This is an optimization exercise on Yosys and OpenROAD, whose aim is small area, a short achievable clock period and few clock cycles, not a production implementation.
At most, simulation tests tie the RTL to the original design; equivalence was not proved.
No functional check of the RTL was part of run 1.
Power figures rest on the tool's default switching activity, not on a simulated workload.

File: flow/flow/run.sh
#!/bin/bash
# Layout flow: the standard flow (standard.sh), with repair_timing aiming
# for extra setup slack beyond the design's clock period. The constraints
# (constraint.sdc, the design's clock period) are not changed.
set -euo pipefail
MARGIN=$(cat flow/margin.txt)
bash standard.sh SETUP_SLACK_MARGIN="$MARGIN" finish > standard_flow.log 2>&1
File: flow/flow/margin.txt
14.2
File: flow/standard.sh
#!/bin/bash
# synth_recipe.tcl (not shown) runs the flow's synth.tcl, then flattens the netlist and writes it again
# the make line also repeats each setting of config.mk as NAME=value (left out here)
make -C /OpenROAD-flow-scripts/flow DESIGN_CONFIG=/design/flow/config.mk WORK_HOME=/design/flow/orfs CLKGATE_MAP_FILE= SYNTH_SCRIPT=/design/flow/synth_recipe.tcl "${@:-finish}"
File: flow/config.mk
export PLATFORM = sky130hd
export DESIGN_NAME = ladle_share
export DESIGN_NICKNAME = ladle_share
export VERILOG_FILES = /design/flow/design.v
export SDC_FILE = /design/flow/constraint.sdc
export NUM_CORES = 8
export LEC_CHECK = 0
export CAP_MARGIN = 20
export CORE_MARGIN = 2
export CORE_UTILIZATION = 50
export SLEW_MARGIN = 20
File: flow/constraint.sdc
create_clock -name core_clock -period 20.0 [get_ports {clk}]
set_input_delay 4.0000 -clock core_clock [delete_from_list [all_inputs] [get_ports {clk}]]
set_output_delay 4.0000 -clock core_clock [all_outputs]
set_load 0.01 [all_outputs]
File: flow/design.v
module ladle_tdiv_step #(
    parameter QB = 20
) (
    input  wire [10:0]   vc,
    input  wire [12:0]   vc3,      
    input  wire [10:0]   rem_i,
    input  wire [QB-1:0] sh_i,
    output wire [10:0]   rem_o,
    output wire [QB-1:0] sh_o,
    output wire          z2        
);
    assign z2 = (rem_i[10:7] == 4'd0) && ({rem_i[6:0], sh_i[QB-1:QB-4]} < vc);
    wire [12:0] t  = {rem_i, sh_i[QB-1:QB-2]};
    wire [13:0] d1 = {1'b0, t} - {3'b000, vc};
    wire [13:0] d2 = {1'b0, t} - {2'b00, vc, 1'b0};
    wire [13:0] d3 = {1'b0, t} - {1'b0, vc3};
    wire        g1 = ~d1[13];
    wire        g2 = ~d2[13];
    wire        g3 = ~d3[13];
    assign rem_o = g3 ? d3[10:0] : g2 ? d2[10:0] : g1 ? d1[10:0] : t[10:0];
    assign sh_o  = {sh_i[QB-3:0], g2, g3 | (g1 & ~g2)};
endmodule
module ladle_wdiv_step (
    input  wire [111:0] dm,
    input  wire [9:0]   rem_i,
    input  wire [19:0]  sh_i,
    output reg  [9:0]   rem_o,
    output wire [19:0]  sh_o,
    output reg  [3:0]   dg
);
    wire [13:0] t = {rem_i, sh_i[19:16]};
    wire [13:0] mk [1:15];
    genvar k;
    generate
        for (k = 0; k < 8; k = k + 1) begin : g_odd
            assign mk[2*k+1] = dm[14*k +: 14];
        end
    endgenerate
    assign mk[2]  = {mk[1][12:0], 1'b0};
    assign mk[4]  = {mk[1][11:0], 2'b0};
    assign mk[8]  = {mk[1][10:0], 3'b0};
    assign mk[6]  = {mk[3][12:0], 1'b0};
    assign mk[12] = {mk[3][11:0], 2'b0};
    assign mk[10] = {mk[5][12:0], 1'b0};
    assign mk[14] = {mk[7][12:0], 1'b0};
    wire [14:0] df [1:15];
    wire [16:1] ge;
    assign ge[16] = 1'b0;
    generate
        for (k = 1; k < 16; k = k + 1) begin : g_cmp
            assign df[k] = {1'b0, t} - {1'b0, mk[k]};
            assign ge[k] = ~df[k][14];
        end
    endgenerate
    integer i;
    always @* begin
        dg = 4'd0;
        rem_o = (ge[1] ? 10'd0 : t[9:0]);
        for (i = 1; i < 16; i = i + 1)
            if (ge[i] & ~ge[i+1]) begin
                dg = dg | i[3:0];
                rem_o = rem_o | df[i][9:0];
            end
    end
    assign sh_o = {sh_i[15:0], dg};
endmodule
module ladle_div3 (
    input  wire [1:0] m_i,
    input  wire [3:0] dg,
    output reg  [3:0] q,
    output reg  [1:0] m_o
);
    always @* begin
        case ({m_i, dg})
            6'd0: begin q = 4'd0; m_o = 2'd0; end
            6'd1: begin q = 4'd0; m_o = 2'd1; end
            6'd2: begin q = 4'd0; m_o = 2'd2; end
            6'd3: begin q = 4'd1; m_o = 2'd0; end
            6'd4: begin q = 4'd1; m_o = 2'd1; end
            6'd5: begin q = 4'd1; m_o = 2'd2; end
            6'd6: begin q = 4'd2; m_o = 2'd0; end
            6'd7: begin q = 4'd2; m_o = 2'd1; end
            6'd8: begin q = 4'd2; m_o = 2'd2; end
            6'd9: begin q = 4'd3; m_o = 2'd0; end
            6'd10: begin q = 4'd3; m_o = 2'd1; end
            6'd11: begin q = 4'd3; m_o = 2'd2; end
            6'd12: begin q = 4'd4; m_o = 2'd0; end
            6'd13: begin q = 4'd4; m_o = 2'd1; end
            6'd14: begin q = 4'd4; m_o = 2'd2; end
            6'd15: begin q = 4'd5; m_o = 2'd0; end
            6'd16: begin q = 4'd5; m_o = 2'd1; end
            6'd17: begin q = 4'd5; m_o = 2'd2; end
            6'd18: begin q = 4'd6; m_o = 2'd0; end
            6'd19: begin q = 4'd6; m_o = 2'd1; end
            6'd20: begin q = 4'd6; m_o = 2'd2; end
            6'd21: begin q = 4'd7; m_o = 2'd0; end
            6'd22: begin q = 4'd7; m_o = 2'd1; end
            6'd23: begin q = 4'd7; m_o = 2'd2; end
            6'd24: begin q = 4'd8; m_o = 2'd0; end
            6'd25: begin q = 4'd8; m_o = 2'd1; end
            6'd26: begin q = 4'd8; m_o = 2'd2; end
            6'd27: begin q = 4'd9; m_o = 2'd0; end
            6'd28: begin q = 4'd9; m_o = 2'd1; end
            6'd29: begin q = 4'd9; m_o = 2'd2; end
            6'd30: begin q = 4'd10; m_o = 2'd0; end
            6'd31: begin q = 4'd10; m_o = 2'd1; end
            6'd32: begin q = 4'd10; m_o = 2'd2; end
            6'd33: begin q = 4'd11; m_o = 2'd0; end
            6'd34: begin q = 4'd11; m_o = 2'd1; end
            6'd35: begin q = 4'd11; m_o = 2'd2; end
            6'd36: begin q = 4'd12; m_o = 2'd0; end
            6'd37: begin q = 4'd12; m_o = 2'd1; end
            6'd38: begin q = 4'd12; m_o = 2'd2; end
            6'd39: begin q = 4'd13; m_o = 2'd0; end
            6'd40: begin q = 4'd13; m_o = 2'd1; end
            6'd41: begin q = 4'd13; m_o = 2'd2; end
            6'd42: begin q = 4'd14; m_o = 2'd0; end
            6'd43: begin q = 4'd14; m_o = 2'd1; end
            6'd44: begin q = 4'd14; m_o = 2'd2; end
            6'd45: begin q = 4'd15; m_o = 2'd0; end
            6'd46: begin q = 4'd15; m_o = 2'd1; end
            6'd47: begin q = 4'd15; m_o = 2'd2; end
            default: begin q = 4'd0; m_o = 2'd0; end
        endcase
    end
endmodule
module ladle_csa8 (
    input  wire [127:0] d,
    output wire [20:0]  s,
    output wire [20:0]  c
);
    function [41:0] csa;             
        input [20:0] a, b, e;
        csa = {a ^ b ^ e, {(a & b) | (a & e) | (b & e)} << 1};
    endfunction
    wire [20:0] v [0:7];
    genvar k;
    generate
        for (k = 0; k < 8; k = k + 1) begin : g_v
            assign v[k] = {5'd0, d[16*k +: 16]};
        end
    endgenerate
    wire [20:0] s1, c1, s2, c2, s3, c3, s4, c4, s5, c5;
    assign {s1, c1} = csa(v[0], v[1], v[2]);
    assign {s2, c2} = csa(v[3], v[4], v[5]);
    assign {s3, c3} = csa(s1, c1, s2);
    assign {s4, c4} = csa(c2, v[6], v[7]);
    assign {s5, c5} = csa(s3, c3, s4);
    assign {s, c}   = csa(s5, c5, c4);
endmodule
module ladle_share (
    input  wire         clk,
    input  wire         rst,           
    input  wire         start,
    output wire         ready,
    output reg          done,
    input  wire [14:0]  bud_grid,      
    input  wire [14:0]  bud_site,
    input  wire [14:0]  bud_curt,
    input  wire [14:0]  bud_t1,
    input  wire [14:0]  bud_t2,
    input  wire [7:0]   aux,           
    input  wire [9:0]   eff,           
    input  wire [7:0]   up_step,       
    input  wire [7:0]   act,           
    input  wire [7:0]   rsv,           
    input  wire [127:0] dem,           
    input  wire [15:0]  prio,          
    input  wire [87:0]  volt,          
    output reg          limited,
    output reg  [127:0] alloc,         
    output reg  [151:0] tgt            
);
    localparam TIT = 10;                       
    localparam QB  = 2 * TIT;                  
    integer i, j;
    genvar g;
    reg s_idle, s_run, s_bud, s_mul, s_wdiv, s_wupd, s_wsum, s_wld, s_twait;
    reg tz;                   
    reg tbusy;                
    reg [3:0] tcnt;
    reg [2:0] wcnt;
    reg wfirst, wsec;         
    reg lim;
    assign ready = s_idle;
    reg  [14:0] b_r [0:2];
    reg  [7:0]  aux_r;
    reg  [11:0] e3_r;             
    reg  [7:0]  up_r;
    reg  [14:0] up100;            
    reg  [7:0]  act_r;
    reg  [7:0]  rsv_r;
    reg  [1:0]  p_r [0:7];
    reg  [10:0] v_r [0:7];        
    reg  [12:0] v3_r [0:7];       
    reg  [2:0]  bsel;
    reg  [14:0] bdif;
    wire [15:0] bsub [0:2];
    generate
        for (g = 0; g < 3; g = g + 1) begin : g_bs
            assign bsub[g] = {1'b0, b_r[g]} - {8'd0, aux_r};
        end
    endgenerate
    wire b01 = b_r[0] <= b_r[1];
    wire b02 = b_r[0] <= b_r[2];
    wire b12 = b_r[1] <= b_r[2];
    always @* begin
        bsel[0] = b01 & b02;
        bsel[1] = ~b01 & b12;
        bsel[2] = ~b02 & ~b12;
        bdif = 15'd0;
        for (i = 0; i < 3; i = i + 1)
            if (bsel[i] && !bsub[i][15]) bdif = bdif | bsub[i][14:0];
    end
    reg  [14:0] bd;           
    reg  [16:0] r15;          
    wire [27:0] x3s = bd * e3_r - r15;
    wire [26:0] x0  = x3s[27] ? 27'd0 : x3s[26:0];       
    wire [3:0]  nres = ((rsv_r[0] & ~act_r[0]) + (rsv_r[1] & ~act_r[1])) +
                       ((rsv_r[2] & ~act_r[2]) + (rsv_r[3] & ~act_r[3])) +
                       ((rsv_r[4] & ~act_r[4]) + (rsv_r[5] & ~act_r[5])) +
                       ((rsv_r[6] & ~act_r[6]) + (rsv_r[7] & ~act_r[7]));
    reg  [7:0]  sat;          
    wire [7:0]  open_n = act_r & ~sat;         
    wire [15:0] dmk [0:7];
    wire [2:0]  wk  [0:7];
    generate
        for (g = 0; g < 8; g = g + 1) begin : g_dm
            assign dmk[g] = smask[g] ? alloc[g*16 +: 16] : 16'd0;
            assign wk[g]  = open_n[g] ? {1'b0, p_r[g]} + 3'd1 : 3'd0;
        end
    endgenerate
    wire [20:0] ssv, scv;
    ladle_csa8 u_csa8 (
        .d({dmk[7], dmk[6], dmk[5], dmk[4], dmk[3], dmk[2], dmk[1], dmk[0]}),
        .s(ssv), .c(scv)
    );
    wire [5:0]  wsum = ((wk[0] + wk[1]) + (wk[2] + wk[3])) + ((wk[4] + wk[5]) + (wk[6] + wk[7]));
    reg  [18:0] s_r;          
    reg  [7:0]  smask;        
    wire [20:0] ssum = ssv + scv;
    reg  [5:0]  ws_r;         
    reg  [26:0]  xr;          
    reg  [111:0] dmul;        
    wire [111:0] dmul_n;
    generate
        for (g = 0; g < 8; g = g + 1) begin : g_dmul
            assign dmul_n[14*g +: 14] = ws_r * (25 * (2 * g + 1));
        end
    endgenerate
    reg  [9:0]  wrem;
    reg  [19:0] wsh;          
    reg  [3:0]  wdg;          
    reg         wdv;          
    reg  [1:0]  wm3;
    reg  [15:0] wq3;          
    wire [9:0]  wrem_n;
    wire [19:0] wsh_n;
    wire [3:0]  wdg_n;
    ladle_wdiv_step u_wdiv (
        .dm(dmul), .rem_i(wrem), .sh_i(wsh), .rem_o(wrem_n), .sh_o(wsh_n), .dg(wdg_n)
    );
    wire [3:0] q3d;
    wire [1:0] m3n;
    ladle_div3 u_div3 (.m_i(wm3), .dg(wdg), .q(q3d), .m_o(m3n));
    wire [26:0] xnext = xr - {s_r, 8'd0} - {s_r, 5'd0} - {s_r, 3'd0} - {s_r, 2'd0};
    wire [28:0] lchk  = {2'b00, xr} - {s_r, 8'd0} - {s_r, 5'd0} - {s_r, 3'd0} - {s_r, 2'd0};
    wire [19:0] q3  = {wq3, q3d};             
    wire [19:0] a1  = {2'd0, q3[19:2]};       
    wire [19:0] a2  = {1'd0, q3[19:1]};       
    wire [19:0] a3  = {2'd0, wsh[19:2]};      
    wire [19:0] a4  = q3;                     
    reg  [19:0] aw [0:7];
    reg  [7:0]  fit;
    always @* begin
        for (i = 0; i < 8; i = i + 1) begin
            case (p_r[i])
                2'd0: aw[i] = a1;
                2'd1: aw[i] = a2;
                2'd2: aw[i] = a3;
                default: aw[i] = a4;
            endcase
            fit[i] = (aw[i][19:16] != 4'd0) || (alloc[i*16 +: 16] <= aw[i][15:0]);
        end
    end
    wire [7:0] newsat = open_n & fit;
    reg  [7:0]  tmask;
    wire        tload  = s_bud | s_wupd;
    wire        tfin   = tbusy && (tcnt == TIT[3:0]);
    reg  [10:0] trem [0:7];
    reg  [QB-1:0] tsh [0:7];
    wire [10:0] trem_n [0:7];
    wire [QB-1:0] tsh_n [0:7];
    wire [7:0]  tz2;
    wire        tff = (&tz2) && (tcnt <= TIT[3:0] - 4'd2);
    wire [15:0] tsrc [0:7];       
    wire [25:0] tnum [0:7];
    generate
        for (g = 0; g < 8; g = g + 1) begin : g_t
            assign tsrc[g] = s_bud ? tsh[g][15:0] : open_n[g] ? aw[g][15:0] : alloc[g*16 +: 16];
            assign tnum[g] = {tsrc[g], 10'd0} - {tsrc[g], 4'd0} - {tsrc[g], 3'd0};
            ladle_tdiv_step #(.QB(QB)) u_tdiv (
                .vc(v_r[g]), .vc3(v3_r[g]), .rem_i(trem[g]), .sh_i(tsh[g]),
                .rem_o(trem_n[g]), .sh_o(tsh_n[g]), .z2(tz2[g])
            );
        end
    endgenerate
    reg [19:0] pu;
    reg [18:0] prev;
    reg [12:0] v3;
    always @(posedge clk) begin
        if (rst) begin
            s_idle <= 1'b1;
            s_run  <= 1'b0;
            {s_bud, s_mul, s_wdiv, s_wupd, s_wsum, s_wld, s_twait} <= 7'd0;
            done   <= 1'b0;
            tbusy  <= 1'b0;
            tz     <= 1'b1;
        end else begin
            done <= 1'b0;
            if (s_bud || (s_wupd && newsat == 8'd0)) tbusy <= 1'b1;
            else if (tfin || s_wupd)                 tbusy <= 1'b0;
            if (s_mul)     tz <= 1'b0;
            if (s_idle && start) begin
                s_idle <= 1'b0;
                s_run  <= 1'b1;
                s_bud  <= 1'b1;
            end
            if (s_bud) begin
                s_bud <= 1'b0;
                s_mul <= 1'b1;
            end
            if (s_mul) begin
                s_mul  <= 1'b0;
                s_wdiv <= 1'b1;
            end
            if (s_wdiv) begin
                if (wsec && !lim) begin               
                    s_wdiv  <= 1'b0;
                    s_twait <= 1'b1;
                end else if (wcnt == 3'd4) begin
                    s_wdiv <= 1'b0;
                    s_wupd <= 1'b1;
                end
            end
            if (s_wupd) begin
                s_wupd <= 1'b0;
                if (newsat == 8'd0) s_twait <= 1'b1;
                else                s_wsum <= 1'b1;
            end
            if (s_wsum) begin
                s_wsum <= 1'b0;
                s_wld  <= 1'b1;
            end
            if (s_wld) begin
                s_wld  <= 1'b0;
                s_wdiv <= 1'b1;
            end
            if (s_twait && tfin) begin
                done    <= 1'b1;
                s_twait <= 1'b0;
                s_idle  <= 1'b1;
                s_run   <= 1'b0;
            end
        end
    end
    always @(posedge clk) begin
        if (!s_run) begin
            b_r[0] <= (bud_site < bud_grid) ? bud_site : bud_grid;
            b_r[1] <= (bud_t1 < bud_curt) ? bud_t1 : bud_curt;
            b_r[2] <= bud_t2;
            aux_r  <= aux;
            e3_r   <= {2'b00, eff} + {1'b0, eff, 1'b0};
            up_r   <= up_step;
            act_r  <= act;
            rsv_r  <= rsv;
            smask  <= act;
            sat    <= 8'd0;
            for (i = 0; i < 8; i = i + 1) begin
                p_r[i] <= prio[i*2 +: 2];
                v_r[i] <= volt[i*11 +: 11];
            end
        end
        for (i = 0; i < 8; i = i + 1) begin
            if (!s_run) begin
                trem[i] <= 11'd0;
                tsh[i]  <= {4'd0, act[i] ? dem[i*16 +: 16] : 16'd0};
            end else if (tload) begin
                trem[i] <= {5'd0, tnum[i][25:QB]};
                tsh[i]  <= tnum[i][QB-1:0];
            end else if (tff) begin
                trem[i] <= {trem[i][6:0], tsh[i][QB-1:QB-4]};
                tsh[i]  <= {tsh[i][QB-5:0], 4'd0};
            end else begin
                trem[i] <= trem_n[i];
                tsh[i]  <= tsh_n[i];
            end
        end
        if (tload) begin
            tcnt  <= 4'd0;
            tmask <= act_r;
        end else begin
            tcnt  <= tcnt + (tff ? 4'd2 : 4'd1);
        end
        if (tfin)
            for (i = 0; i < 8; i = i + 1)
                if (tmask[i] && tsh[i][18:0] < tgt[i*19 +: 19])
                    tgt[i*19 +: 19] <= tsh[i][18:0];
        if (s_mul | s_wld) begin
            wrem <= {3'd0, s_mul ? x0[26:20] : xnext[26:20]};
            wsh  <= s_mul ? x0[19:0] : xnext[19:0];
            wm3  <= 2'd0;
            wcnt <= 3'd0;
        end else begin
            wrem <= wrem_n;
            wsh  <= wsh_n;
            wcnt <= wcnt + 3'd1;
            if (wdv) begin
                wm3 <= m3n;
                wq3 <= {wq3[11:0], q3d};
            end
        end
        wdg    <= wdg_n;
        wdv    <= s_wdiv;
        wfirst <= s_mul;
        wsec   <= wfirst;
        if (wfirst) lim <= lchk[28];
        if (wsec)   limited <= lim;
        if (s_bud) begin
            for (i = 0; i < 8; i = i + 1)
                alloc[i*16 +: 16] <= tsh[i][15:0];
            bd   <= bdif;
            r15  <= nres * 14'd15000;
            for (i = 0; i < 8; i = i + 1) begin
                v3 = {2'b00, v_r[i]} + {1'b0, v_r[i], 1'b0};
                if (v_r[i] < 11'd150) begin
                    v_r[i]  <= 11'd150;
                    v3_r[i] <= 13'd450;
                end else begin
                    v3_r[i] <= v3;
                end
            end
            up100 <= {up_r, 6'd0} + {up_r, 5'd0} + {up_r, 2'd0};
            ws_r  <= wsum;
        end
        if (s_mul) begin
            for (i = 0; i < 8; i = i + 1) begin
                prev = tz ? 19'd0 : tgt[i*19 +: 19];
                pu = {1'b0, prev} + {5'd0, up100};
                if (!act_r[i])
                    tgt[i*19 +: 19] <= 19'd0;
                else if (pu[19])
                    tgt[i*19 +: 19] <= 19'h7FFFF;
                else
                    tgt[i*19 +: 19] <= pu[18:0];
            end
        end
        if (s_mul) begin
            xr   <= x0;
            dmul <= dmul_n;
            s_r  <= ssum[18:0];
        end
        if (s_wupd) begin
            if (newsat == 8'd0) begin
                for (i = 0; i < 8; i = i + 1)
                    if (open_n[i]) alloc[i*16 +: 16] <= aw[i][15:0];
            end else begin
                sat   <= sat | newsat;
                smask <= newsat;
            end
        end
        if (s_wsum) begin
            s_r  <= ssum[18:0];
            ws_r <= wsum;
        end
        if (s_wld) begin
            xr   <= xnext;
            dmul <= dmul_n;
        end
    end
endmodule
==> results of run 1 <==
## through the flow
step / hold slack, ns / setup WS (ns) / power [mW]
final: 0.3654 / 14.07 / 28.11
after global routing: 0.3798 / 13.90 / 29.92
after CTS: 0.3660 / 13.93 / 26.09
after detailed placement: 0.3548 / 12.80 / 22.33
after global placement: 0.3441 / 12.75 / 21.93
after floorplan: 0.3290 / 13.57 / 16.29
## final cells by class
| type | instances | area [sq um] | share of cell area, % |
|---|---|---|---|
| Clock inverter | 93 | 1042 | 0.7376 |
| Inverter | 1667 | 6315 | 4.469 |
| Tap cell | 3202 | 4006 | 2.835 |
| Antenna cell | 17 | 42.54 | 0.03011 |
| Clock buffer | 181 | 4021 | 2.846 |
| Timing Repair Buffer | 1071 | 9792 | 6.930 |
| Timing Repair inverter | 3 | 17.52 | 0.01240 |
| Multi-Input combinational cell | 11090 | 87920 | 62.22 |
| Sequential cell | 1109 | 28140 | 19.92 |
## flip-flops by register name (all words and copies together), names as in the netlist, 10 cells and up
name and flops:
tsh 160, tgt 152, alloc 128, v3_r 104, dmul 90, trem 88, v_r 88, b_r 45
xr 27, wsh 20, s_r 19, p_r 16, wq3 16, bd 15, r15 14, up100 13
e3_r 12, wrem 10
## logic make-up after synthesis
logic type | after synthesis
compound gates | 4078
xor+xnor | 675
fa+ha+maj | 2304
buf+inv | 2215
flops | 1109
mux | 413
simple gates | 3619
## timing repair
action	in CTS	in global routing
setup buffers	152	29
pin swaps	52	94
endpoints found under the setup margin	578	193
gates cloned	7	4
resized for setup	603	295
hold buffers	0	0
## critical path, stage by stage, from the launching register on
cell and delay (ns):
sky130_fd_sc_hd__dfxtp_1 0.32, sky130_fd_sc_hd__buf_4 0.28, sky130_fd_sc_hd__inv_1 0.11, sky130_fd_sc_hd__ha_1 0.40
sky130_fd_sc_hd__fa_1 0.38, sky130_fd_sc_hd__nor2b_1 0.13, sky130_fd_sc_hd__o31ai_1 0.42, sky130_fd_sc_hd__a21oi_1 0.20
sky130_fd_sc_hd__nor4_1 0.27, sky130_fd_sc_hd__o31ai_1 0.19, sky130_fd_sc_hd__a21oi_1 0.38, sky130_fd_sc_hd__nor3b_1 0.96
sky130_fd_sc_hd__nand2_1 0.65, sky130_fd_sc_hd__a221oi_2 0.87, sky130_fd_sc_hd__o22ai_2 0.16
## power breakdown
group / switching [mW] / internal, mW
registers: 0.834 / 3.18
logic: 12.8 / 8.44
clock network: 1.23 / 1.62
total: 14.9 / 13.2
## layer usage
metal / track usage [%] / wire length (microns)
met5: 0 / 621
met2: 58.20 / 213600
met4: 25.27 / 39770
met3: 12.47 / 67140
met1: 55.14 / 214200
## final timing paths
kind,from,endpoint,slack [ns],cells past startpoint
min reg2reg,wfirst$_DFF_P_,wsec$_DFF_P_,0.37,0
max,wsh[16]$_DFF_P_,wrem[0]$_DFF_P_,14.07,14
max reg2reg,wsh[16]$_DFF_P_,wrem[0]$_DFF_P_,14.07,14
min,wfirst$_DFF_P_,wsec$_DFF_P_,0.37,0
## layout by cell type (no fill, tap or decap), drive strengths merged, types with 149 or more instances in the layout
master and n:
clkdlybuf4s50 355, o211ai 161, dlygate4sd2 235, a21o 316, nor3 236, a211oi 149, dfxtp 538, a21oi 1014
inv 1675, nand2 1159, edfxtp 571, nor2b 215, xor2 186, clkbuf 183, mux2i 363, nand3 201
o21a 214, xnor2 489, fa 527, nor2 969, o21ai 1088, and2 206, ha 1777, buf 437
nand2b 165
==> reports/results.txt, run 1 <==
The first detailed-routing pass ran for 15 iterations. The clock transition at the register clock pins on the worst setup and hold paths after CTS is 0.07 ns. The initial antenna violation count is 64. The min-delay analysis places its worst path in the category reg2reg. Relative to the synthesized area, the layout overhead comes to 15.28%. Once detailed placement completed, the half-perimeter wirelength came to 422700 microns. Once the floorplan was initialized, standard cells occupied 50.35% of the core.

The H-tree generated during clock tree synthesis spans 4 levels. Number of input and output port buffers inserted: 634. The mapped netlist covers 122600 sq um. The number of top-level pins is 635. The synthesized design devotes to its leading area cell type 18.14% of total area.

At the pin with the least slew margin, the transition time is 1.378 ns. Sequential cells were found to cover 22.78% of the synthesized design area. The core region is 243500 sq um.

The area after detailed placement was 133000 sq um. At the end of the flow the core is filled with cells to 58.04%. For the total number of yosys warnings, the log shows 18.

After Yosys synthesis, full adders, half adders and majority gates account for 26.75% of the synthesized area. Top cell type by total area after synthesis: sky130_fd_sc_hd__ha_1. The total negative slack was 0 ns. Sorting the synthesized cells by how often they occur yields sky130_fd_sc_hd__ha_1 (1777), sky130_fd_sc_hd__inv_1 (1657), sky130_fd_sc_hd__nand2_1 (1157), sky130_fd_sc_hd__o21ai_0 (1077), sky130_fd_sc_hd__a21oi_1 (1013). After global routing the overflow that remains totals 0. Summing the areas of all and, or, nand and nor instances in the mapped netlist gives 13.97% of the synthesized area. Global routing consumed, over all layers together, 41.31% of the routing resources.

The first-pass GRT wire length came out at 756600 microns. The async set-reset flop share out of synthesis was 0%; the number of nets in the layout was 17740. The complex-gate fraction of the synthesized area came out at 21.42%. The worst setup path category is reg2reg. TritonCTS created 147 clock buffers. The logs give 140 for the largest net degree at the start of global routing and 0.5068 mV for the highest ir drop seen on vdd.

Summed over all layers, the routed wires come to 535300 microns. For this block, the initial DRC count from the detailed router was 15920. The count of nets left with antenna violations once routing finished came out at 0. The tools report the via count of the first global-routing pass as 111300. For this design the static power due to leakage is 64.90 nW. Endpoint class of the critical path: a flop.

TritonCTS built the clock tree. The average via count per standard cell is 6.356. In this run, placement finished with an instance count of 17950. The filler cells instantiated in the layout total 21850. The number of synthesized register bits is 1109. The horizontal die dimension was 499.1 microns; the final-report hold violation count was 0.

The synthesized design contains 571 enable-type register cells. The element type at the critical path start was a flop. The count of cells in the finished layout, fillers not included, comes to 18430. In this run the power density over the cells is 198.9 nW/um^2. The mean cell area of the mapped netlist is 8.504 sq um. For the maximum clock insertion buffer count, the log shows 3.

Among all flip-flop cells after synthesis, the most frequent one is sky130_fd_sc_hd__edfxtp_1. On the final layout, the worst clock skew is 0.03610 ns. Yosys instantiated no cell more often than sky130_fd_sc_hd__ha_1. By area the synthesized netlist is led by sky130_fd_sc_hd__ha_1 (18%), sky130_fd_sc_hd__edfxtp_1 (14%), sky130_fd_sc_hd__dfxtp_1 (8.8%), sky130_fd_sc_hd__fa_1 (8.6%), sky130_fd_sc_hd__inv_1 (5.1%). The die covers 249100 sq um. Setup violations remaining at the end of the flow were counted as 0.

The later pin in the worst-skew pair is clocked with a latency of 0.86 ns. By area, the combinational part of the netlist is dominated by adder cells. Max-cap violations in this run came to 0. For the total count of max-transition violations in the final report, the log shows 0.

CTS saw 1109 sinks. After detailed routing, the average wire length per cell comes to 29.04 microns. The run gives 181 as the number of rows created at floorplan.

The final critical path takes up 29.65% of the cycle. The worst path needs 5.930 ns of the cycle, external delays included. Counting distinct cell types in the post-synthesis netlist gives 108. The tools report the remaining design rule violation count as 0. The tools report the via count as 117200. For the worst setup path, the data required time is 20.68 ns. The tools report the synthesized net count as 17070. The global placement routability congestion was 1.091. From bottom edge to top edge, the die measures 499.1 microns. The run finished with no timing, DRC or antenna violations. At the worst endpoint, the arrival time is 6.61 ns. The finished layout cell area is 141300 sq um.

Multiplexer cells account for 3.424% of the synthesized area. Setup repair after global routing could not meet its margin everywhere. The fraction of final layout cells sized beyond drive strength 1 is 8.039%.

The tree is rooted in a sky130_fd_sc_hd__clkbuf_16. The largest fanout of any net on the critical path came out at 10. The xor-xnor portion of the synthesized cell area works out to 4.823%. The number of standard cells after synthesis was 14410; the worst relative slew slack was 8.006%. Based on the critical path, the design can be clocked at up to 0.1686 GHz.
==> inputs of run 2 (changes only) <==
--- a/flow/design.v
+++ b/flow/design.v
@@ -2,23 +2,21 @@
     parameter QB = 20
 ) (
     input  wire [10:0]   vc,
-    input  wire [12:0]   vc3,      
-    input  wire [10:0]   rem_i,
+    input  wire [11:0]   rem_i,
     input  wire [QB-1:0] sh_i,
-    output wire [10:0]   rem_o,
+    output wire [11:0]   rem_o,
     output wire [QB-1:0] sh_o,
     output wire          z2        
 );
-    assign z2 = (rem_i[10:7] == 4'd0) && ({rem_i[6:0], sh_i[QB-1:QB-4]} < vc);
-    wire [12:0] t  = {rem_i, sh_i[QB-1:QB-2]};
-    wire [13:0] d1 = {1'b0, t} - {3'b000, vc};
-    wire [13:0] d2 = {1'b0, t} - {2'b00, vc, 1'b0};
-    wire [13:0] d3 = {1'b0, t} - {1'b0, vc3};
-    wire        g1 = ~d1[13];
-    wire        g2 = ~d2[13];
-    wire        g3 = ~d3[13];
-    assign rem_o = g3 ? d3[10:0] : g2 ? d2[10:0] : g1 ? d1[10:0] : t[10:0];
-    assign sh_o  = {sh_i[QB-3:0], g2, g3 | (g1 & ~g2)};
+    wire [12:0] t1 = {rem_i, sh_i[QB-1]};
+    wire [12:0] o1 = {2'b00, vc} ^ {13{~rem_i[11]}};
+    wire [12:0] r1 = t1 + o1 + {12'd0, ~rem_i[11]};
+    wire [12:0] t2 = {r1[11:0], sh_i[QB-2]};
+    wire [12:0] o2 = {2'b00, vc} ^ {13{~r1[12]}};
+    wire [12:0] r2 = t2 + o2 + {12'd0, ~r1[12]};
+    assign rem_o = r2[11:0];
+    assign sh_o  = {sh_i[QB-3:0], ~r1[12], ~r2[12]};
+    assign z2 = !rem_i[11] && (rem_i[10:7] == 4'd0) && ({rem_i[6:0], sh_i[QB-1:QB-4]} < vc);
 endmodule
 module ladle_wdiv_step (
     input  wire [111:0] dm,
@@ -192,7 +190,6 @@
     reg  [7:0]  rsv_r;
     reg  [1:0]  p_r [0:7];
     reg  [10:0] v_r [0:7];        
-    reg  [12:0] v3_r [0:7];       
     reg  [2:0]  bsel;
     reg  [14:0] bdif;
     wire [15:0] bsub [0:2];
@@ -215,7 +212,8 @@
     reg  [14:0] bd;           
     reg  [16:0] r15;          
     wire [27:0] x3s = bd * e3_r - r15;
-    wire [26:0] x0  = x3s[27] ? 27'd0 : x3s[26:0];       
+    wire [26:0] x0  = x3s[26:0];               
+    reg         xz;                            
     wire [3:0]  nres = ((rsv_r[0] & ~act_r[0]) + (rsv_r[1] & ~act_r[1])) +
                        ((rsv_r[2] & ~act_r[2]) + (rsv_r[3] & ~act_r[3])) +
                        ((rsv_r[4] & ~act_r[4]) + (rsv_r[5] & ~act_r[5])) +
@@ -265,11 +263,14 @@
     ladle_div3 u_div3 (.m_i(wm3), .dg(wdg), .q(q3d), .m_o(m3n));
     wire [26:0] xnext = xr - {s_r, 8'd0} - {s_r, 5'd0} - {s_r, 3'd0} - {s_r, 2'd0};
     wire [28:0] lchk  = {2'b00, xr} - {s_r, 8'd0} - {s_r, 5'd0} - {s_r, 3'd0} - {s_r, 2'd0};
-    wire [19:0] q3  = {wq3, q3d};             
-    wire [19:0] a1  = {2'd0, q3[19:2]};       
-    wire [19:0] a2  = {1'd0, q3[19:1]};       
-    wire [19:0] a3  = {2'd0, wsh[19:2]};      
-    wire [19:0] a4  = q3;                     
+    wire        wpart = s_wdiv;
+    wire [19:0] q3  = wpart ? {wq3[7:0], q3d, (m3n == 2'd1) ? 8'h55 : (m3n == 2'd2) ? 8'hAA : 8'h00}
+                            : {wq3, q3d};     
+    wire [19:0] lq  = wpart ? {wsh[11:0], 8'h00} : wsh;
+    wire [19:0] a1  = xz ? 20'd0 : {2'd0, q3[19:2]};       
+    wire [19:0] a2  = xz ? 20'd0 : {1'd0, q3[19:1]};       
+    wire [19:0] a3  = xz ? 20'd0 : {2'd0, lq[19:2]};       
+    wire [19:0] a4  = xz ? 20'd0 : q3;                     
     reg  [19:0] aw [0:7];
     reg  [7:0]  fit;
     always @* begin
@@ -286,13 +287,14 @@
     wire [7:0] newsat = open_n & fit;
     reg  [7:0]  tmask;
     wire        tload  = s_bud | s_wupd;
-    wire        tfin   = tbusy && (tcnt == TIT[3:0]);
-    reg  [10:0] trem [0:7];
+    wire        tfin;
+    reg  [11:0] trem [0:7];
     reg  [QB-1:0] tsh [0:7];
-    wire [10:0] trem_n [0:7];
+    wire [11:0] trem_n [0:7];
     wire [QB-1:0] tsh_n [0:7];
     wire [7:0]  tz2;
     wire        tff = (&tz2) && (tcnt <= TIT[3:0] - 4'd2);
+    assign      tfin = tbusy && (tcnt == TIT[3:0] - 4'd1 || (tcnt == TIT[3:0] - 4'd2 && tff));
     wire [15:0] tsrc [0:7];       
     wire [25:0] tnum [0:7];
     generate
@@ -300,14 +302,15 @@
             assign tsrc[g] = s_bud ? tsh[g][15:0] : open_n[g] ? aw[g][15:0] : alloc[g*16 +: 16];
             assign tnum[g] = {tsrc[g], 10'd0} - {tsrc[g], 4'd0} - {tsrc[g], 3'd0};
             ladle_tdiv_step #(.QB(QB)) u_tdiv (
-                .vc(v_r[g]), .vc3(v3_r[g]), .rem_i(trem[g]), .sh_i(tsh[g]),
+                .vc(v_r[g]), .rem_i(trem[g]), .sh_i(tsh[g]),
                 .rem_o(trem_n[g]), .sh_o(tsh_n[g]), .z2(tz2[g])
             );
         end
     endgenerate
     reg [19:0] pu;
+    reg [18:0] tq;
+    reg        thi_lt, thi_eq, tlt;
     reg [18:0] prev;
-    reg [12:0] v3;
     always @(posedge clk) begin
         if (rst) begin
             s_idle <= 1'b1;
@@ -338,6 +341,9 @@
                 if (wsec && !lim) begin               
                     s_wdiv  <= 1'b0;
                     s_twait <= 1'b1;
+                end else if (wcnt == 3'd3 && !wsec && newsat != 8'd0) begin
+                    s_wdiv <= 1'b0;                   
+                    s_wsum <= 1'b1;
                 end else if (wcnt == 3'd4) begin
                     s_wdiv <= 1'b0;
                     s_wupd <= 1'b1;
@@ -383,13 +389,13 @@
         end
         for (i = 0; i < 8; i = i + 1) begin
             if (!s_run) begin
-                trem[i] <= 11'd0;
+                trem[i] <= 12'd0;
                 tsh[i]  <= {4'd0, act[i] ? dem[i*16 +: 16] : 16'd0};
             end else if (tload) begin
-                trem[i] <= {5'd0, tnum[i][25:QB]};
+                trem[i] <= {6'd0, tnum[i][25:QB]};
                 tsh[i]  <= tnum[i][QB-1:0];
             end else if (tff) begin
-                trem[i] <= {trem[i][6:0], tsh[i][QB-1:QB-4]};
+                trem[i] <= {1'b0, trem[i][6:0], tsh[i][QB-1:QB-4]};
                 tsh[i]  <= {tsh[i][QB-5:0], 4'd0};
             end else begin
                 trem[i] <= trem_n[i];
@@ -403,9 +409,15 @@
             tcnt  <= tcnt + (tff ? 4'd2 : 4'd1);
         end
         if (tfin)
-            for (i = 0; i < 8; i = i + 1)
-                if (tmask[i] && tsh[i][18:0] < tgt[i*19 +: 19])
-                    tgt[i*19 +: 19] <= tsh[i][18:0];
+            for (i = 0; i < 8; i = i + 1) begin
+                tq = tff ? {tsh[i][14:0], 4'd0} : tsh_n[i][18:0];
+                thi_lt = tsh[i][16:0] < tgt[i*19+2 +: 17];
+                thi_eq = tsh[i][16:0] == tgt[i*19+2 +: 17];
+                if (tff) tlt = tq < tgt[i*19 +: 19];
+                else     tlt = thi_lt || (thi_eq && tq[1:0] < tgt[i*19 +: 2]);
+                if (tmask[i] && tlt)
+                    tgt[i*19 +: 19] <= tq;
+            end
         if (s_mul | s_wld) begin
             wrem <= {3'd0, s_mul ? x0[26:20] : xnext[26:20]};
             wsh  <= s_mul ? x0[19:0] : xnext[19:0];
@@ -424,7 +436,7 @@
         wdv    <= s_wdiv;
         wfirst <= s_mul;
         wsec   <= wfirst;
-        if (wfirst) lim <= lchk[28];
+        if (wfirst) lim <= xz ? (s_r != 19'd0) : lchk[28];
         if (wsec)   limited <= lim;
         if (s_bud) begin
             for (i = 0; i < 8; i = i + 1)
@@ -432,13 +444,7 @@
             bd   <= bdif;
             r15  <= nres * 14'd15000;
             for (i = 0; i < 8; i = i + 1) begin
-                v3 = {2'b00, v_r[i]} + {1'b0, v_r[i], 1'b0};
-                if (v_r[i] < 11'd150) begin
-                    v_r[i]  <= 11'd150;
-                    v3_r[i] <= 13'd450;
-                end else begin
-                    v3_r[i] <= v3;
-                end
+                if (v_r[i] < 11'd150) v_r[i] <= 11'd150;
             end
             up100 <= {up_r, 6'd0} + {up_r, 5'd0} + {up_r, 2'd0};
             ws_r  <= wsum;
@@ -457,9 +463,14 @@
         end
         if (s_mul) begin
             xr   <= x0;
+            xz   <= x3s[27];
             dmul <= dmul_n;
             s_r  <= ssum[18:0];
         end
+        if (s_wdiv && wcnt == 3'd3 && !wsec && newsat != 8'd0) begin
+            sat   <= sat | newsat;
+            smask <= newsat;
+        end
         if (s_wupd) begin
             if (newsat == 8'd0) begin
                 for (i = 0; i < 8; i = i + 1)
--- a/flow/config.mk
+++ b/flow/config.mk
@@ -5,7 +5,8 @@
 export SDC_FILE = /design/flow/constraint.sdc
 export NUM_CORES = 8
 export LEC_CHECK = 0
+export ABC_AREA = 1
 export CAP_MARGIN = 20
 export CORE_MARGIN = 2
-export CORE_UTILIZATION = 50
+export CORE_UTILIZATION = 45
 export SLEW_MARGIN = 20
==> reports/results.txt, run 2 <==
For this design, the slowest cell found on the critical path is sky130_fd_sc_hd__clkinv_1. The run gives 17970 (+5.3%) as the synthesized net count. The register containing the most flip-flops in the final layout is tsh. The worst-margin pin slew works out to 1.337 ns (-0.04085 ns).

The run finished with no timing, DRC or antenna violations. The largest net degree at the start of global routing was 143 (+2.1%); the starting utilization of the core area was 45.19% (-5.2 points). The setup violation total in the final timing report is 0 (unchanged), and the post-synth design cell area is 114600 sq um (-6.5%).

The global-route total usage across every layer came out at 38.90% (-2.4 points). After synthesis, the most frequently instantiated cells are sky130_fd_sc_hd__nand2_1 (3142), sky130_fd_sc_hd__inv_1 (2433), sky130_fd_sc_hd__ha_1 (1682), sky130_fd_sc_hd__a21oi_1 (1426), sky130_fd_sc_hd__nor2_1 (1008). The power density of the placed cells works out to 190.3 nW/um^2 (-4.3%).

The critical path goes through clkdlybuf4s50_1 > nand2_1 > clkinv_1 > nand2_1 > o221ai_1. The floorplan die area came out at 258800 sq um (+3.9%). After synthesis, the cell types taking the most area are sky130_fd_sc_hd__ha_1 (18%), sky130_fd_sc_hd__edfxtp_1 (12%), sky130_fd_sc_hd__nand2_1 (10%), sky130_fd_sc_hd__dfxtp_1 (9.5%), sky130_fd_sc_hd__fa_1 (8.9%). The logs give 3 (unchanged) for the maximum clock insertion buffer count and 124900 sq um (-6.1%) for the area after detailed placement. The routed length per placed instance was 26.54 microns (-8.6%).

The largest fanout of any net on the critical path was 17 (+7). The clock sink count was 1014 (-8.6%); the clock transition at the register clock pins on the worst setup and hold paths after CTS was 0.06 ns (about the same). Setup slack after layout: 14.15 ns (+0.07760 ns). The run gives 0 ns (unchanged) as the total negative slack. The post-layout minimum cycle time was 5.853 ns (-0.07760 ns).

The via count of the first global-routing pass was 105300 (-5.4%); the clock insertion delay at the later pin of the skew report was 0.85 ns (about the same). The tools report the total core area as 253700 sq um (+4.2%). Via count: 114400 (-2.4%). The library cell used most frequently in the layout, excluding fill and tap cells, is sky130_fd_sc_hd__nand2_1. Setup repair after global routing could not meet its margin everywhere. The tools report the number of standard cells after synthesis as 15420 (+7.0%).

TritonCTS built the clock tree. STA classifies the critical path endpoint as a flop. Broken down by cell family, the worst path's largest delay share belongs to buffers and inverters. The remaining design rule violation count came out at 0 (unchanged). Count of placed standard cells including taps: 19130 (+6.6%).

The post-route worst hold slack was 0.3763 ns (+0.01089 ns); the average via count per standard cell was 5.834 (-8.2%). The logs give 185 (+2.2%) for the number of rows created at floorplan and 635 (unchanged) for the number of top-level pins. The final period utilization came out at 29.26% (-0.39 points). The clock tree root buffer cell was sky130_fd_sc_hd__clkbuf_16. The run gives 52.51% (-5.5 points) as the final core utilization.

The number of input and output port buffers inserted was 634 (unchanged). The number of synthesized flops with an enable pin is 468 (-18%), and the async set-reset flop share out of synthesis is 0% (unchanged). The worst slack at placement came out at 12.89 ns (+0.08820 ns). The highest ir drop seen on vdd was 0.5053 mV (-0.30%). The signal arrival time at the worst endpoint is 6.53 ns (-0.08 ns).

The horizontal die dimension works out to 508.7 microns (+1.9%). Final wirelength: 520400 microns (-2.8%). The worst setup path category was in2reg.

Counting stages on the worst path, the most repeated cell is sky130_fd_sc_hd__nand2_1. The logs give 417100 microns (-1.3%) for the post-detailed-placement half-perimeter wirelength and 20.68 ns (about the same) for the required time at the endpoint of the critical path. The run gives 9 (-6) as the total iterations of the first detailed-routing run. The most instantiated library cell after synthesis was sky130_fd_sc_hd__nand2_1. Signed area change from the synthesized netlist to the final layout: 16.20%. The total power was 25.35 mW (-9.8%). The achievable frequency came out at 0.1709 GHz (+1.3%). The logs give 0 (unchanged) for the remaining number of nets flagged by the antenna check after routing and 0 (unchanged) for the cts-stage hold buffer count. The post-route clock skew is 0.04419 ns (+0.008098 ns), and the leakage power is 65.63 nW (+1.1%). Mean cell area of the mapped netlist: 7.434 sq um (-13%). The final global-route overflow total was 0 (unchanged).

Of all cell types, the one taking the most synthesized area is sky130_fd_sc_hd__ha_1. The number of flip-flops under the largest register name is 160 (unchanged), and the deepest level of the CTS H-tree is 4 (unchanged). The finished layout cell area was 133200 sq um (-5.7%); the distinct cell type count after synthesis was 72 (-33%). The run gives 0 (unchanged) as the count of maximum capacitance violations. The logs give 0 (unchanged) for the total count of max-transition violations in the final report and 16 (-2) for the total number of yosys warnings. The fraction of final layout cells sized beyond drive strength 1 works out to 7.181% (-0.86 points). The largest registers in the layout are tsh (160), tgt (152), alloc (128). The number of synthesized register bits is 1014 (-8.6%), and the portion of the post-synthesis area used by sequential elements is 21.79% (-0.98 points). The most used flip-flop cell after synthesis is sky130_fd_sc_hd__dfxtp_1. For the number of nets in the layout, the log shows 18660 (+5.2%). The number of CTS-inserted buffers is 135 (-8.2%). The total buffers and inverters traversed by the critical path is 2 (unchanged), and the global placement routability congestion is 1.084 (-0.66%).

The area share of the largest cell type after synthesis was 18.36% (+0.22 points); the first-pass GRT wire length was 734600 microns (-2.9%). For the final cell count without fillers, the log shows 19610 (+6.4%). STA classifies the critical path startpoint as a primary input. Leaving out fill and tap cells, the most frequent cells in the layout are sky130_fd_sc_hd__nand2_1 (3101), sky130_fd_sc_hd__inv_1 (2400), sky130_fd_sc_hd__ha_1 (1665).

The number of design-rule violations left by the first detailed-router iteration is 13390 (-16%), and the critical path's largest stage delay is 0.92 ns (-0.04 ns). The initial antenna violation count came out at 55 (-14%). The tools report the final-report hold violation count as 0 (unchanged). The classification of the worst-slack hold path is reg2reg. The run gives 10.86% (+2.8 points) as the worst relative slew slack.

Die height: 508.7 microns (+1.9%).
## run 2: worst paths after layout
kind / endpoint / slack (ns) / cells past startpoint / start
hold / removal: wsec$_DFF_P_ / 0.38 / 0 / wfirst$_DFF_P_
hold reg to reg: wsec$_DFF_P_ / 0.38 / 0 / wfirst$_DFF_P_
setup / recovery: tsh[1][7]$_DFF_P_ / 14.15 / 5 / act[1]
setup reg to reg: xr[25]$_DFFE_PN_ / 14.18 / 29 / bd[4]$_DFFE_PP_
## run 2: logic make-up (layout without fill, tap and decap cells)
family,count (synthesis),count (layout),share of synthesized area (%)
AO/OA/AOI/OAI,3466,3469,17.63
XOR/XNOR,662,662,5.057
adder cells (fa/ha/maj),2194,2194,27.30
buffers and inverters,2905,3704,9.551
flip-flops,1014,1014,21.79
multiplexers,1,1,0.008731
other,0,18,0
AND/OR/NAND/NOR,5179,5180,18.67
## run 2: what timing repair did
item,in CTS,in global routing
hold endpoints to repair,0,0
resized for setup,635,390
setup endpoints to repair,720,446
setup buffers,114,93
pin swaps,22,99
gates cloned,3,6
## run 2: cell type report
cell class,instances,area (sq um)
clock buffer,175,3765
timing repair buffer,989,9201
fill,25260,120500
clock inverter,72,890.9
sequential,1014,25190
inverter,2465,9353
timing repair inverter,3,20.02
tap,3366,4212
antenna,18,45.04
multi-input combinational,11510,80540
## run 2: per-layer routing
layer,global-route usage [%],vias to the layer above,part of all wire [%]
li1,-,53100,-
met1,54.50,54320,43
met2,54.64,5922,40
met3,10.95,1020,12
met4,18.34,24,5.7
met5,0,-,0.029
## run 2: where the power goes
group	internal, mW	switching (mW)
clock	1.52	1.11
combinational	7.05	12.1
sequential	2.95	0.606
total	11.5	13.8
Testbench counts of run 2, summed over its fixed seeds: cycles 26,479.
==> inputs of run 3 (changes only) <==
--- a/flow/design.v
+++ b/flow/design.v
@@ -179,12 +179,12 @@
     reg [3:0] tcnt;
     reg [2:0] wcnt;
     reg wfirst, wsec;         
+    reg wchk;                 
     reg lim;
     assign ready = s_idle;
     reg  [14:0] b_r [0:2];
     reg  [7:0]  aux_r;
     reg  [11:0] e3_r;             
-    reg  [7:0]  up_r;
     reg  [14:0] up100;            
     reg  [7:0]  act_r;
     reg  [7:0]  rsv_r;
@@ -243,7 +243,9 @@
     wire [111:0] dmul_n;
     generate
         for (g = 0; g < 8; g = g + 1) begin : g_dmul
-            assign dmul_n[14*g +: 14] = ws_r * (25 * (2 * g + 1));
+            localparam integer MW = (g == 0) ? 10 : (g <= 2) ? 12 : (g <= 4) ? 13 : 14;
+            wire [13:0] m = ws_r * (25 * (2 * g + 1));
+            assign dmul_n[14*g +: 14] = {{(14-MW){1'b0}}, m[MW-1:0]};
         end
     endgenerate
     reg  [9:0]  wrem;
@@ -261,6 +263,7 @@
     wire [3:0] q3d;
     wire [1:0] m3n;
     ladle_div3 u_div3 (.m_i(wm3), .dg(wdg), .q(q3d), .m_o(m3n));
+    wire        wovf = wchk && (xr[26:16] >= {1'b0, dmul[9:0]});
     wire [26:0] xnext = xr - {s_r, 8'd0} - {s_r, 5'd0} - {s_r, 3'd0} - {s_r, 2'd0};
     wire [28:0] lchk  = {2'b00, xr} - {s_r, 8'd0} - {s_r, 5'd0} - {s_r, 3'd0} - {s_r, 2'd0};
     wire        wpart = s_wdiv;
@@ -294,6 +297,10 @@
     wire [QB-1:0] tsh_n [0:7];
     wire [7:0]  tz2;
     wire        tff = (&tz2) && (tcnt <= TIT[3:0] - 4'd2);
+    reg         tchk;
+    reg  [7:0]  tbig;
+    always @* for (i = 0; i < 8; i = i + 1) tbig[i] = trem[i] >= {1'b0, v_r[i]};
+    wire        tovf = tchk && (tbig != 8'd0);
     assign      tfin = tbusy && (tcnt == TIT[3:0] - 4'd1 || (tcnt == TIT[3:0] - 4'd2 && tff));
     wire [15:0] tsrc [0:7];       
     wire [25:0] tnum [0:7];
@@ -377,7 +384,7 @@
             b_r[2] <= bud_t2;
             aux_r  <= aux;
             e3_r   <= {2'b00, eff} + {1'b0, eff, 1'b0};
-            up_r   <= up_step;
+            up100  <= {up_step, 6'd0} + {up_step, 5'd0} + {up_step, 2'd0};
             act_r  <= act;
             rsv_r  <= rsv;
             smask  <= act;
@@ -392,8 +399,11 @@
                 trem[i] <= 12'd0;
                 tsh[i]  <= {4'd0, act[i] ? dem[i*16 +: 16] : 16'd0};
             end else if (tload) begin
-                trem[i] <= {6'd0, tnum[i][25:QB]};
-                tsh[i]  <= tnum[i][QB-1:0];
+                trem[i] <= {2'd0, tnum[i][25:16]};
+                tsh[i]  <= {tnum[i][15:0], 4'd0};
+            end else if (tovf) begin
+                trem[i] <= {6'd0, trem[i][9:4]};
+                tsh[i]  <= {trem[i][3:0], tsh[i][QB-1:4]};
             end else if (tff) begin
                 trem[i] <= {1'b0, trem[i][6:0], tsh[i][QB-1:QB-4]};
                 tsh[i]  <= {tsh[i][QB-5:0], 4'd0};
@@ -402,11 +412,12 @@
                 tsh[i]  <= tsh_n[i];
             end
         end
+        tchk <= tload;
         if (tload) begin
-            tcnt  <= 4'd0;
+            tcnt  <= 4'd2;
             tmask <= act_r;
         end else begin
-            tcnt  <= tcnt + (tff ? 4'd2 : 4'd1);
+            tcnt  <= tovf ? 4'd0 : tcnt + (tff ? 4'd2 : 4'd1);
         end
         if (tfin)
             for (i = 0; i < 8; i = i + 1) begin
@@ -419,10 +430,20 @@
                     tgt[i*19 +: 19] <= tq;
             end
         if (s_mul | s_wld) begin
-            wrem <= {3'd0, s_mul ? x0[26:20] : xnext[26:20]};
-            wsh  <= s_mul ? x0[19:0] : xnext[19:0];
+            wrem <= s_mul ? x0[25:16] : xnext[25:16];
+            wsh  <= {(s_mul ? x0[15:0] : xnext[15:0]), 4'd0};
+            wm3  <= 2'd0;
+            wcnt <= 3'd1;
+            wdg  <= 4'd0;
+            wdv  <= 1'b1;
+            wchk <= 1'b1;
+        end else if (wovf) begin
+            wrem <= {3'd0, xr[26:20]};
+            wsh  <= xr[19:0];
             wm3  <= 2'd0;
             wcnt <= 3'd0;
+            wdv  <= 1'b0;
+            wchk <= 1'b0;
         end else begin
             wrem <= wrem_n;
             wsh  <= wsh_n;
@@ -431,9 +452,10 @@
                 wm3 <= m3n;
                 wq3 <= {wq3[11:0], q3d};
             end
+            wdg  <= wdg_n;
+            wdv  <= s_wdiv;
+            wchk <= 1'b0;
         end
-        wdg    <= wdg_n;
-        wdv    <= s_wdiv;
         wfirst <= s_mul;
         wsec   <= wfirst;
         if (wfirst) lim <= xz ? (s_r != 19'd0) : lchk[28];
@@ -446,7 +468,6 @@
             for (i = 0; i < 8; i = i + 1) begin
                 if (v_r[i] < 11'd150) v_r[i] <= 11'd150;
             end
-            up100 <= {up_r, 6'd0} + {up_r, 5'd0} + {up_r, 2'd0};
             ws_r  <= wsum;
         end
         if (s_mul) begin
==> flow/flow/margin.txt (replaced) <==
14.4
==> reports/results.txt, run 3 <==
In this run the critical register-to-register path is launched from xz$_DFFE_PP_. The post-route clock skew was 0.07653 ns (+0.03234 ns). The largest registers in the layout are tsh (160), tgt (152), alloc (128).

The run gives 0.5225 mV (+3.4%) as the highest ir drop seen on vdd. The logs give 130200 sq um (+4.3%) for the area after detailed placement and 0 (unchanged) for the remaining design rule violation count. The combinational fraction of design power came out at 77.2% (+1.6 points).

The commonest register cell after synthesis was sky130_fd_sc_hd__dfxtp_1. Horizontal die dimension: 519.6 microns (+2.1%). For the count of placed standard cells including taps, the log shows 20360 (+6.4%). Register containing the most flip-flops in the final layout: tsh. The leakage power came out at 69.31 nW (+5.6%).

The post-detailed-placement half-perimeter wirelength was 459200 microns (+10%); the register area was 25010 sq um (-0.72%). For the total power, the log shows 27.58 mW (+8.8%). The flow ran to the end and the layout has no timing, DRC or antenna violations. The initial antenna violation count is 85 (+55%), and the fraction of final layout cells sized beyond drive strength 1 is 10.47% (+3.3 points).

The logs give 13.0% (-1.0 points) for the sequential cell fraction of total power and 147 (+8.9%) for the number of CTS-inserted buffers. Worst setup path category: reg2reg. The achievable frequency came out at 0.1739 GHz (+1.8%). The tools report the layout filler cell count as 26210 (+3.8%). Setup repair after global routing could not meet its margin everywhere. The most instantiated library cell after synthesis is sky130_fd_sc_hd__nand2_1. The clock transition at the register clock pins on the worst setup and hold paths after CTS came out at 0.06 ns (about the same). In this run the most critical hold path is launched from wfirst$_DFF_P_.

For the final wirelength, the log shows 593900 microns (+14%). The number of flip-flops under the largest register name was 160 (unchanged); the global placement routability congestion was 1.062 (-2.0%). The net switching component of the power was 15.10 mW (+9.2%). Post-route worst hold slack: 0.3631 ns (-0.01321 ns). The footprint of the multi-input gates was 86310 sq um (+7.2%). Classification of the worst-slack hold path: reg2reg. The distinct cell type count after synthesis is 79 (+9.7%). The first-pass GRT wire length is 827100 microns (+13%). The number of input and output port buffers inserted is 634 (unchanged), and the signed area change from the synthesized netlist to the final layout is 18.54%. The tools report the synthesized net count as 19120 (+6.4%).

The via count was 125300 (+9.5%). The run gives 0 (unchanged) as the cts-stage hold buffer count. The finished layout cell area is 141800 sq um (+6.4%). The clock share of power was 9.8% (-0.6 points). Tracing the worst setup path back leads to its startpoint at xz$_DFFE_PP_.

The run gives 12.93 ns (+0.03510 ns) as the worst slack at placement. The number of top-level pins was 635 (unchanged); the worst-margin pin slew was 1.161 ns (-0.1766 ns). The final-report hold violation count is 0 (unchanged), and the global-route total usage across every layer is 42.20% (+3.3 points). The number of synthesized flops with an enable pin is 455 (-2.8%).

Summed over all instances, the cell type with the most area after synthesis is sky130_fd_sc_hd__ha_1. Power density of the placed cells: 194.5 nW/um^2 (+2.2%). The required time at the endpoint of the critical path is 20.75 ns (+0.07 ns).

The die height was 519.6 microns (+2.1%). Maximum clock insertion buffer count: 4 (+1). The final period utilization is 28.75% (-0.52 points), and the post-layout minimum cycle time is 5.749 ns (-0.1034 ns).

For the portion of the post-synthesis area used by sequential elements, the log shows 20.59% (-1.2 points). The clock insertion delay at the later pin of the skew report came out at 0.89 ns (+0.04 ns). The mean cell area of the mapped netlist works out to 7.247 sq um (-2.5%). The switching share of power is 54.76% (+0.23 points).

The total count of max-transition violations in the final report came out at 0 (unchanged). In the synthesized netlist, the cells that appear most often are sky130_fd_sc_hd__nand2_1 (3500), sky130_fd_sc_hd__inv_1 (2419), sky130_fd_sc_hd__ha_1 (1749), sky130_fd_sc_hd__a21oi_1 (1412), sky130_fd_sc_hd__nor2_1 (1226). The cell-internal power came out at 12.47 mW (+8.2%).

The final cell count without fillers came out at 21120 (+7.7%). By area the synthesized netlist is led by sky130_fd_sc_hd__ha_1 (18%), sky130_fd_sc_hd__edfxtp_1 (11%), sky130_fd_sc_hd__nand2_1 (11%), sky130_fd_sc_hd__dfxtp_1 (9.2%), sky130_fd_sc_hd__fa_1 (8.6%). The worst setup path is launched from a flop.

The worst relative slew slack is 21.81% (+11 points), and the total core area is 264900 sq um (+4.4%). The number of standard cells after synthesis came out at 16510 (+7.0%). The remaining number of nets flagged by the antenna check after routing was 0 (unchanged); the async set-reset flop share out of synthesis was 0% (unchanged). The number of synthesized register bits is 1003 (-1.1%).

STA classifies the critical path endpoint as a flop. The library cell used most frequently in the layout, excluding fill and tap cells, is sky130_fd_sc_hd__nand2_1. The routed length per placed instance came out at 28.13 microns (+6.0%).

The tree is rooted in a sky130_fd_sc_hd__clkbuf_16. The run gives 16520 (+23%) as the number of design-rule violations left by the first detailed-router iteration. The floorplan die area was 269900 sq um (+4.3%); the final core utilization was 53.54% (+1.0 points). For the largest net degree at the start of global routing, the log shows 149 (+4.2%). The deepest level of the CTS H-tree is 4 (unchanged). TritonCTS built the clock tree.

For the post-synth design cell area, the log shows 119600 sq um (+4.3%). The signal arrival time at the worst endpoint was 6.50 ns (-0.03 ns); the number of rows created at floorplan was 189 (+2.2%). The starting utilization of the core area is 45.16% (about the same), and the total iterations of the first detailed-routing run is 11 (+2).

The clock sink count was 1003 (-1.1%); the total number of yosys warnings was 16 (unchanged). The area share of the largest cell type after synthesis is 18.30% (-0.062 points), and the total negative slack is 0 ns (unchanged). The run gives 20020 (+7.3%) as the number of nets in the layout. The setup violation total in the final timing report was 0 (unchanged). The setup slack after layout is 14.25 ns (+0.1034 ns), and the count of maximum capacitance violations is 0 (unchanged). The library cells used most frequently in the layout, excluding fill and tap cells, are sky130_fd_sc_hd__nand2_1 (3450), sky130_fd_sc_hd__inv_1 (2381), sky130_fd_sc_hd__ha_1 (1691). The average via count per standard cell is 5.933 (+1.7%), and the via count of the first global-routing pass is 114600 (+8.9%). The largest fanout of any net on the critical path was 27 (+10); the final global-route overflow total was 0 (unchanged).
## run 3: final cells by class
type | count | area share, %
multi-input combinational | 12510 | 60.87
sequential | 1003 | 17.64
timing repair buffer | 1252 | 8.160
inverter | 2492 | 6.721
tap | 3533 | 3.118
clock buffer | 202 | 2.989
clock inverter | 57 | 0.3574
antenna | 64 | 0.1130
timing repair inverter | 7 | 0.03353
## run 3: kinds of logic (layout without fill, tap and decap cells)
family / count (synthesis) / after routing / synth area share (%)
buffers and inverters: 3007 / 4010 / 9.602
AOI/OAI and AO/OA: 3790 / 3792 / 18.39
adders and majority gates: 2261 / 2261 / 26.86
DFF: 1003 / 1003 / 20.59
and+or+nand+nor: 5822 / 5831 / 20.00
other: 0 / 64 / 0
xor gates and xnor gates: 622 / 622 / 4.554
## run 3: repair_timing
item,in CTS,in global routing
buffers inserted,266,143
gates cloned,8,16
endpoints found under the hold margin,0,0
setup endpoints to repair,794,463
gates resized for setup,1403,520
pin swaps,30,166
## run 3: worst paths after layout
| path | to | slack (ns) | depth (start not counted) |
|---|---|---|---|
| worst min register to register | wsec$_DFF_P_ | 0.36 | 0 |
| worst max register to register | alloc[46]$_DFF_P_ | 14.25 | 22 |
| worst max-delay path | alloc[46]$_DFF_P_ | 14.25 | 22 |
| worst min-delay path | wsec$_DFF_P_ | 0.36 | 0 |
## run 3: worst max-delay path, stage by stage (launching register included)
cell	delay (ns)
sky130_fd_sc_hd__edfxtp_1	0.56
sky130_fd_sc_hd__nor2_4	0.31
sky130_fd_sc_hd__inv_2	0.28
sky130_fd_sc_hd__o22ai_1	0.56
sky130_fd_sc_hd__inv_1	0.43
sky130_fd_sc_hd__o221ai_1	0.33
sky130_fd_sc_hd__o21ai_2	0.15
sky130_fd_sc_hd__ha_1	0.31
sky130_fd_sc_hd__nand2_1	0.05
sky130_fd_sc_hd__inv_1	0.06
sky130_fd_sc_hd__nand3_1	0.09
sky130_fd_sc_hd__o211a_1	0.23
sky130_fd_sc_hd__o21ai_0	0.43
sky130_fd_sc_hd__nand3_1	0.19
sky130_fd_sc_hd__nand2_1	0.12
sky130_fd_sc_hd__nand2_1	0.07
sky130_fd_sc_hd__nor2_2	0.23
sky130_fd_sc_hd__nand3_4	0.25
sky130_fd_sc_hd__buf_12	0.27
sky130_fd_sc_hd__nor2_4	0.32
sky130_fd_sc_hd__inv_1	0.13
sky130_fd_sc_hd__nor2_1	0.11
sky130_fd_sc_hd__a21oi_1	0.05
## run 3: metal layers
layer  GRT usage (%)  wire length, microns
met1           56.47                239800
met2           58.24                231200
met3           14.98                 80420
met4           24.01                 41760
met5          0.5616                   667
## run 3: power groups by stage
stage	clock network, mW	registers [mW]	logic [mW]
after floorplan	0	3.29	12.6
after global placement	0	3.59	18.4
after detailed placement	0	3.60	18.4
after CTS	2.70	3.53	19.3
after global routing	2.77	3.58	23.2
final	2.70	3.58	21.3
Testbench counts of run 3, summed over its fixed seeds: cycles 23,443.
==> inputs of run 4 (changes only) <==
--- a/flow/config.mk
+++ b/flow/config.mk
@@ -9,4 +9,6 @@
 export CAP_MARGIN = 20
 export CORE_MARGIN = 2
 export CORE_UTILIZATION = 45
+export CTS_CLUSTER_DIAMETER = 100
+export CTS_CLUSTER_SIZE = 30
 export SLEW_MARGIN = 20
==> reports/results.txt, run 4 <==
Combinational fraction of design power: 78.8% (+1.6 points). Among cell families on the critical path, the largest total delay comes from flip-flops. Setup violation total in the final timing report: 0 (unchanged). The average via count per standard cell was 5.926 (-0.13%). The number of standard cells after synthesis is 16510 (unchanged). Starting utilization of the core area: 45.16% (unchanged).

Total negative slack: 0 ns (unchanged). The run finished with no timing, DRC or antenna violations. STA classifies the critical path startpoint as a flop. The clock sink count is 1003 (unchanged).

Counting flops per register, the top entry is tsh. The sum of met3 wire segment lengths after detailed routing is 78050 microns (-2.9%), and the routed length per placed instance is 27.99 microns (-0.49%). The portion of the post-synthesis area used by sequential elements was 20.59% (unchanged); the signed area change from the synthesized netlist to the final layout was 17.47%.

The horizontal die dimension is 519.6 microns (unchanged), and the number of top-level pins is 635 (unchanged). The leading cell type in the layout, fill and taps excluded was sky130_fd_sc_hd__nand2_1. The total iterations of the first detailed-routing run is 9 (-2), and the total number of cells along the worst setup path is 1 (-95%). The tools report the global-route total usage across every layer as 41.80% (-0.39 points). The largest registers in the layout are tsh (160), tgt (152), alloc (128). The remaining number of nets flagged by the antenna check after routing is 0 (unchanged), and the worst slack at placement is 12.93 ns (unchanged). The tools report the reg-to-reg critical path endpoint as xr[26]$_DFFE_PN_. Endpoint class of the critical path: an output port. The async set-reset flop share out of synthesis is 0% (unchanged).

The classification of the worst-slack hold path is reg2reg. The total count of max-transition violations in the final report came out at 0 (unchanged). The die height was 519.6 microns (unchanged); the final-report hold violation count was 0 (unchanged). Post-synthesis share of cell area spent on and, or, nand and nor gates: 20.00% (unchanged). The total number of yosys warnings was 16 (unchanged); the area share of the largest cell type after synthesis was 18.30% (unchanged). The clock insertion delay at the later pin of the skew report came out at 0.84 ns (-0.05 ns). The final period utilization came out at 28.13% (-0.62 points). Setup repair after global routing could not meet its margin everywhere.

The complex-gate fraction of the synthesized area was 18.39% (unchanged); the worst reg-to-reg path cell count was 26 (+18%). The tools report the clock share of power as 7.9% (-1.9 points). The post-layout minimum cycle time came out at 5.626 ns (-0.1233 ns). The logs give 0 (unchanged) for the cts-stage hold buffer count and 140500 sq um (-0.91%) for the finished layout cell area. The total buffers and inverters traversed by the critical path is 1 (-4), and the total core area is 264900 sq um (unchanged).

The logs give 587700 microns (-1.0%) for the final wirelength and 113800 (-0.72%) for the via count of the first global-routing pass. The run gives 85 (-42%) as the number of CTS-inserted buffers. In this run the critical register-to-register path is launched from bd[4]$_DFFE_PP_.
run 4: cell count changes in the layout (fill, tap and decap cells not counted), sizes merged, moves of 11 or more:
cell | previous run | this run
buf | 765 | 715
clkbuf | 213 | 102
clkdlybuf4s15 | 67 | 94
clkinv | 60 | 43
diode | 64 | 53
dlygate4sd2 | 62 | 78
inv | 2460 | 2492
run 4: how the worst max path moves through the flow:
stage	end	startpoint
2_1_floorplan	up100[13]$_DFFE_PN_	up_step[6]
3_3_place_gp	tgt[100]$_DFFE_PP_	v_r[0][6]$_DFF_P_
3_5_place_dp	tgt[100]$_DFFE_PP_	v_r[6][6]$_DFF_P_
4_1_cts	trem[5][5]$_SDFF_PN0_	wdg[1]$_SDFFE_PN0N_
5_1_grt	xr[26]$_DFFE_PN_	bd[4]$_DFFE_PP_
6_report	tgt[35]	tgt[35]$_DFFE_PP_
run 4: stage by stage:
stage	utilization, %	std cells	power [mW]
2_1_floorplan	-	16510	15.86
3_3_place_gp	49.16	20360	22.02
3_5_place_dp	49.16	20360	22.03
4_1_cts	51.78	20790	25.05
5_1_grt	53.01	20960	28.87
6_report	53.05	21000	26.86
run 4: cell type report:
class / count / share of cell area (%)
multi-input combinational: 12510 / 61.33
sequential: 1003 / 17.82
timing repair buffer: 1246 / 8.383
inverter: 2492 / 6.779
tap: 3533 / 3.146
clock buffer: 91 / 1.590
clock inverter: 69 / 0.8362
antenna: 53 / 0.09439
timing repair inverter: 6 / 0.02582
run 4: power groups by stage:
stage                     Sequential (mW)  Clock (mW)  Combinational (mW)
after floorplan                      3.29           0                12.6
after CTS                            3.52        2.13                19.4
after detailed placement             3.60           0                18.4
after global placement               3.59           0                18.4
final                                3.57        2.12                21.2
after global routing                 3.57        2.19                23.1
run 4: routing by layer:
layer	vias up	GRT usage (%)
li1	57020	-
met1	58960	56.52
met2	7177	58.27
met3	1239	13.85
met4	44	22.79
met5	-	0
run 4: what timing repair did:
item | in CTS | in global routing
endpoints found under the setup margin | 792 | 469
pin swaps | 32 | 147
cloned | 8 | 16
resized for setup | 1314 | 504
buffers inserted | 263 | 139
run 4: kinds of logic (layout without fill, tap and decap cells):
group,after synthesis,in the layout
AND/OR/NAND/NOR,5822,5831
adder cells (fa/ha/maj),2261,2261
AO/OA/AOI/OAI,3790,3792
flip-flops,1003,1003
XOR/XNOR,622,622
buffers and inverters,3007,3904
other,0,53

what the ideal ports hide:
No port has a modelled driver above. Below, the same layouts with a new extraction and two added sets of constraints.
Step 1 sets driving cells, clkbuf_16 on the clock port and buf_2 on the other inputs (assumed; they add their load-dependent delay and slew).
Step 2 times the ports against the registers' clock, not the clock port: input delays grow and output delays shrink by t, the midpoint of the rising clock arrivals with the driver on.
Slacks: ideal / step 1 / step 2; pairs: ideal / step 1.
| run | t, ns | setup slack, ns | hold WS [ns] | worst data-port slew with drivers (ns) | pins driven straight from the clock port |
|---|---|---|---|---|---|
| run 1 | 0.949 | 14.070 / 14.070 / 13.301 | 0.365 / 0.365 / 0.365 | 0.10 | 1 |
| run 2 | 0.943 | 14.147 / 14.081 / 13.296 | 0.376 / 0.376 / 0.376 | 0.16 | 1 |
| run 3 | 0.962 | 14.251 / 14.235 / 13.642 | 0.363 / 0.363 / 0.363 | 0.19 | 1 |
| run 4 | 0.908 | 14.374 / 14.260 / 13.679 | 0.369 / 0.369 / 0.369 | 0.20 | 1 |
After both steps setup and hold are still met in every run listed. For run 2, which loses most, drivers alone change the setup slack by -0.066 ns; drivers and shift together by -0.851 ns.
